From an optimization exercise on the open Yosys and OpenROAD flow, aimed at small area; shortcuts taken in it are not production practice.
Where RTL was checked, it was by simulation tests only, not by an equivalence proof against the original.
No activity file was given, so power comes from the tool's default toggle rates.

Setup of v23:
Design sinc4_decim, start of the top module:
module sinc4_decim (
    input  wire        clk,
    input  wire        rst,         
    input  wire        in_valid,
    input  wire [8:0]  in_bits,
    output wire        out_valid,
    output wire [3:0]  out_lane,
    output wire [18:0] out_data
);
    reg  [69:0] ring [0:8];
    reg  [8:0]  lb;      
    reg  [3:0]  age;     
    reg  [4:0]  ql;      
    reg         dbl;     
    reg         xo;      
    reg  [3:0]  lane;    
    reg         clr;     
    wire        stb   = in_valid & ~rst;
    wire        pl    = ~age[3] | (age == 4'd8);
    wire        dact  = dbl & (age == 4'd0);
    wire        xn    = pl & lb[lane];
    wire        xold  = dact & xo;
    wire        q25   = dact & (ql == 5'd0);
    wire        shift = pl & ((ql == 5'd24) | q25);
    wire [3:0]  lnext = (lane == 4'd8) ? 4'd0 : lane + 4'd1;
    reg  [56:0] k;
    always @(*) begin
        case ({(q25 ? 5'd25 : ql), xold, xn})
            7'd0: k = {14'd0, 15'd0, 15'd0, 13'd0};
            7'd1: k = {14'd0, 15'd2300, 15'd10400, 13'd2925};
            7'd2: k = {14'd0, 15'd2024, 15'd10328, 13'd3272};
            7'd3: k = {14'd0, 15'd4324, 15'd20728, 13'd6197};
            7'd4: k = {14'd0, 15'd0, 15'd0, 13'd0};
            7'd5: k = {14'd0, 15'd2600, 15'd10425, 13'd2600};
            7'd6: k = {14'd0, 15'd2300, 15'd10400, 13'd2925};
            7'd7: k = {14'd0, 15'd4900, 15'd20825, 13'd5525};
            7'd8: k = {14'd0, 15'd0, 15'd0, 13'd0};
            7'd9: k = {14'd0, 15'd2925, 15'd10400, 13'd2300};
            7'd10: k = {14'd0, 15'd2600, 15'd10425, 13'd2600};
            7'd11: k = {14'd0, 15'd5525, 15'd20825, 13'd4900};
            7'd12: k = {14'd0, 15'd0, 15'd0, 13'd0};
            7'd13: k = {14'd1, 15'd3272, 15'd10328, 13'd2024};
  ...
clock: 20.0 ns
lec_check: 0
abc_area: 1
cap_margin: 20
core_margin: 2
core_utilization: 40
cts_buf_list: sky130_fd_sc_hd__clkbuf_8
cts_cluster_diameter: 60
cts_cluster_size: 20
slew_margin: 20
synth_memory_max_bits: 16384
run.sh (not shown) runs the stock make flow with config.mk's settings and CLKGATE_MAP_FILE= SYNTH_SCRIPT=/design/flow/synth_recipe.tcl, a recipe that flattens the netlist after the stock synthesis.
### v23 -> v12
- a change of CTS_CLUSTER_SIZE from 20 to 35
- a change of CTS_BUF_LIST from sky130_fd_sc_hd__clkbuf_8 to sky130_fd_sc_hd__clkbuf_16
- When the final numbers for v12 and v23 were put side by side, the design area turned out to be greater in v12.
- Total power of v12 is higher than that of v23.
- v12 vs v23 — fraction of area in clock buffers and inverters rose 2.4 points.
- v12 vs v23 — clock power share rose 5.8 points.
- Layout-stage area growth over the synthesis result came out higher on v12 than on v23.
- The smallest setup slack after layout in v12 was higher than what v23 gave.
- Per the comparison of v12 with v23, worst hold slack moved up; ratio of final minimum period to clock period fell by 0.38 points.
- [v12 vs v23] net switching share of the total power: higher in v12
### v12 -> v34
- a deleted CTS_BUF_LIST that had been sky130_fd_sc_hd__clkbuf_16
- a deleted CTS_CLUSTER_SIZE that had been 35
- a deleted CTS_CLUSTER_DIAMETER that had been 60
Notes after the runs:
- v34 | status: complete | timing, DRC, antenna: pass
- When v34 is set beside v12, its post-route fraction of the period consumed by the critical path turns out to be 0.34 points larger.
- v34 vs v12, instance count: v34 higher
- Per the comparison of v34 with v12, total power higher; fraction of area in registers fell 2.0 points.
- v34 against v12: half-perimeter wire length of the detailed placement result shows no meaningful change, cell area shows an increase of about 3.4%.
- In v34, share of cell area taken by multi-input logic gates is lower than in v12.
- In the metrics for v34 and v12, the one carrying the higher area added between synthesis and finish is v34.
- v34 ends up with higher clock group share of total power than v12 does.
- Where first-pass GRT wire length is concerned, v12 is better than v34.
- Layout clock buffer count (v12 / v34): 0.42
No functional check of the RTL was part of any run of this note.

sinc4_decim, a different RTL version from the one above (not shown whole).
For scale: about 1400 cells after synthesis, about 36 I/O pins, about 18000 sq um of cells after synthesis.
export LEC_CHECK = 0
export ABC_AREA = 1
export CAP_MARGIN = 20
export CORE_MARGIN = 2
export CORE_UTILIZATION = 60
export CTS_BUF_LIST = sky130_fd_sc_hd__clkbuf_8
export CTS_CLUSTER_DIAMETER = 60
export CTS_CLUSTER_SIZE = 20
export GPL_TIMING_DRIVEN = 0
export SLEW_MARGIN = 20
export SYNTH_HIERARCHICAL = 1
export SYNTH_MEMORY_MAX_BITS = 16384
create_clock -name core_clock -period 20.0 [get_ports {clk}]
standard.sh (not shown) runs the stock make flow with config.mk's settings and CLKGATE_MAP_FILE= SYNTH_SCRIPT=/design/flow/synth_recipe.tcl, a recipe that flattens the netlist after the stock synthesis.
==> flow/flow/run.sh <==
#!/bin/bash
# Own layout flow: the standard synthesis, then the combinational logic between the
# registers re-mapped by ABC for area (the registers, their names and cell types are kept),
# then the standard layout from floorplan on, with the ports buffered by buf_1.
# Each tool writes its full output to a log file in this folder.
set -euo pipefail
W=$(pwd)
F=$W/flow
P=$FLOW_HOME/platforms/$FLOW_PLATFORM
LIB=$P/lib/sky130_fd_sc_hd__tt_025C_1v80.lib
R=$W/orfs/results/$FLOW_PLATFORM/sinc4_decim/base
YOSYS=$(command -v yosys || echo $FLOW_HOME/../tools/install/yosys/bin/yosys)

# 1. standard synthesis
bash standard.sh synth > $W/flow_1_synth.log 2>&1

# 2. re-map the logic between the registers
cp $R/1_2_yosys.v $W/synth_standard.v
python3 $F/lib2v.py $LIB > $W/cells_func.v
DU=$(sed -n '/DONT_USE_CELLS/,/^#/p' $P/config.mk | grep -o 'sky130_fd_sc_hd__[A-Za-z0-9_]*' | sed 's/^/-dont_use /' | tr '\n' ' ')
cat > $W/remap.ys <<EOS

read_verilog $W/cells_func.v
read_verilog $W/synth_standard.v
hierarchy -top $FLOW_TOP
flatten
read_liberty -lib $LIB
rename -hide w:* i:* %d o:* %d
opt_clean -purge
techmap
opt -fast
abc -liberty $LIB $DU -script $F/remap.abc
opt_clean -purge
setundef -zero
hilomap -singleton -hicell sky130_fd_sc_hd__conb_1 HI -locell sky130_fd_sc_hd__conb_1 LO
splitnets
opt_clean -purge
check -assert -mapped
tee -o $W/remap_stat.txt stat -liberty $LIB
write_verilog -noattr -nohex -nodec $W/synth_remapped.v
EOS
$YOSYS -l $W/flow_2_remap.log -q -s $W/remap.ys
cp $W/synth_remapped.v $R/1_2_yosys.v
rm -f $R/1_synth.odb $R/1_synth.sdc

# 3. standard layout from the re-mapped netlist
bash standard.sh "BUFFER_PORTS_ARGS=-buffer_cell sky130_fd_sc_hd__buf_1" "CTS_ARGS=-sink_clustering_enable -repair_clock_nets -sink_clustering_size 12 -sink_clustering_max_diameter 50 -buf_list sky130_fd_sc_hd__clkbuf_4 -dont_use_dummy_load" finish > $W/flow_3_layout.log 2>&1
test -s $W/out/final.def
==> flow/flow/remap.abc <==
strash
&get -n
&st
&dch
&nf -R 1000
&put
Other scripts of this flow, unchanged in this note and not shown: flow/flow/lib2v.py
The baseline finished with timing, DRC and antenna clean.
Rerun with:
--- a/flow/flow/run.sh
+++ b/flow/flow/run.sh
@@ -47 +47 @@
-bash standard.sh "BUFFER_PORTS_ARGS=-buffer_cell sky130_fd_sc_hd__buf_1" "CTS_ARGS=-sink_clustering_enable -repair_clock_nets -sink_clustering_size 12 -sink_clustering_max_diameter 50 -buf_list sky130_fd_sc_hd__clkbuf_4 -dont_use_dummy_load" finish > $W/flow_3_layout.log 2>&1
+bash standard.sh "BUFFER_PORTS_ARGS=-buffer_cell sky130_fd_sc_hd__buf_1" "CTS_ARGS=-sink_clustering_enable -repair_clock_nets -sink_clustering_size 20 -sink_clustering_max_diameter 60 -buf_list sky130_fd_sc_hd__clkbuf_8 -dont_use_dummy_load" finish > $W/flow_3_layout.log 2>&1
==> flow/flow/remap.abc (replaced) <==
strash
&get -n
&st
&dch
&nf -R 50
&put
Settings changed: CORE_UTILIZATION 60 to 70.
What happened: Worst hold slack improves by 0.057 ns; total power came out higher by 1.0%; utilization rose by 9.9 points; routed wire length rose by 5.0%; worst setup slack gains 0.11 ns; synthesized cell count is about the same; register-to-register slack degrades by 0.35 ns.
Rerun with:
--- a/flow/flow/run.sh
+++ b/flow/flow/run.sh
@@ -28 +27,0 @@
-rename -hide w:* i:* %d o:* %d
@@ -37,0 +37 @@
+insbuf -buf sky130_fd_sc_hd__buf_4 A X
@@ -47 +47 @@
-bash standard.sh "BUFFER_PORTS_ARGS=-buffer_cell sky130_fd_sc_hd__buf_1" "CTS_ARGS=-sink_clustering_enable -repair_clock_nets -sink_clustering_size 20 -sink_clustering_max_diameter 60 -buf_list sky130_fd_sc_hd__clkbuf_8 -dont_use_dummy_load" finish > $W/flow_3_layout.log 2>&1
+bash standard.sh "BUFFER_PORTS_ARGS=-buffer_cell sky130_fd_sc_hd__buf_1" finish > $W/flow_3_layout.log 2>&1
==> flow/flow/remap.abc (replaced) <==
strash
&get -n
&st
&dch
&nf -R 1000
&put
Settings changed: CORE_UTILIZATION 70 to 60, GPL_TIMING_DRIVEN 0 to unset.
=> The new run passed the timing, design-rule and antenna checks. Register-to-register slack improves by 0.89 ns. Design area came out higher by 1.4%. Core utilization drops by 11 points. Routed wire length climbs by 0.69%. Power climbs by 2.4%. Clock power goes up by 7.8%. Area after synthesis goes up by 0.96%. Final cell count goes up by 5.1%. Hold slack gains 0.022 ns. Combinational power grows by about 5%.

Another version of the RTL of sinc4_decim (not shown whole).
For scale: ~660 flip-flops.
Settings: LEC_CHECK=0, ABC_AREA=1, CAP_MARGIN=20, CORE_MARGIN=2, CORE_UTILIZATION=65, CTS_BUF_LIST=sky130_fd_sc_hd__clkbuf_8, CTS_CLUSTER_DIAMETER=60, CTS_CLUSTER_SIZE=20, SLEW_MARGIN=20, SYNTH_MEMORY_MAX_BITS=16384; clock period 20.0 ns.
run.sh (not shown) runs the stock make flow with config.mk's settings and CLKGATE_MAP_FILE= SYNTH_SCRIPT=/design/flow/synth_recipe.tcl, a recipe that flattens the netlist after the stock synthesis.
Stock flow here: none of the scripts above is used.
Then changed:
Settings changed: CORE_UTILIZATION 65 to 40.
After rerunning: Worst hold slack is worse by 6.5 ps; die area is higher by 61%; cell count is higher by 12%; utilization is lower by 26 points; combinational power stays flat; clock power is higher by 9.5%; sequential share of layout area is lower by 1.5 points; power is higher by 2.1%; routed wire length is lower by 4.2%; setup slack is worse by 190 ps; global-route usage is lower by 13 points.

==> separate check: timing with driven ports <==
No port has a modelled driver above. Below, the same layouts with a new extraction and two added sets of constraints.
Step 1, drivers: a clkbuf_16 drives clk and a buf_2 each remaining input, both assumed.
Step 2 adds t to the input delays and takes it off the output delays; t is the mean of the earliest and latest rising clock arrival at the registers after step 1. Input paths then give back, and output paths get back, about the clock's delay inside the block.
Three values: ideal, step 1, step 2; two values: the first two.
run	t (ns)	setup slack, ns	pins driven straight from the clock port
v23	0.683	6.625 / 6.573 / 7.256	1
v12	0.621	6.701 / 6.645 / 7.266	1
v34	0.672	6.633 / 6.580 / 7.253	1
the first run of note 2	0.721	0.676 / 0.632 / 1.353	1
the second run of note 2	0.614	0.783 / 0.738 / 1.352	1
the third run of note 2	0.638	1.249 / 1.197 / 1.835	1
the first run of note 3	0.645	4.571 / 4.521 / 5.166	1
the second run of note 3	0.675	4.386 / 4.335 / 5.010	1
After both steps every run listed still meets setup and hold.
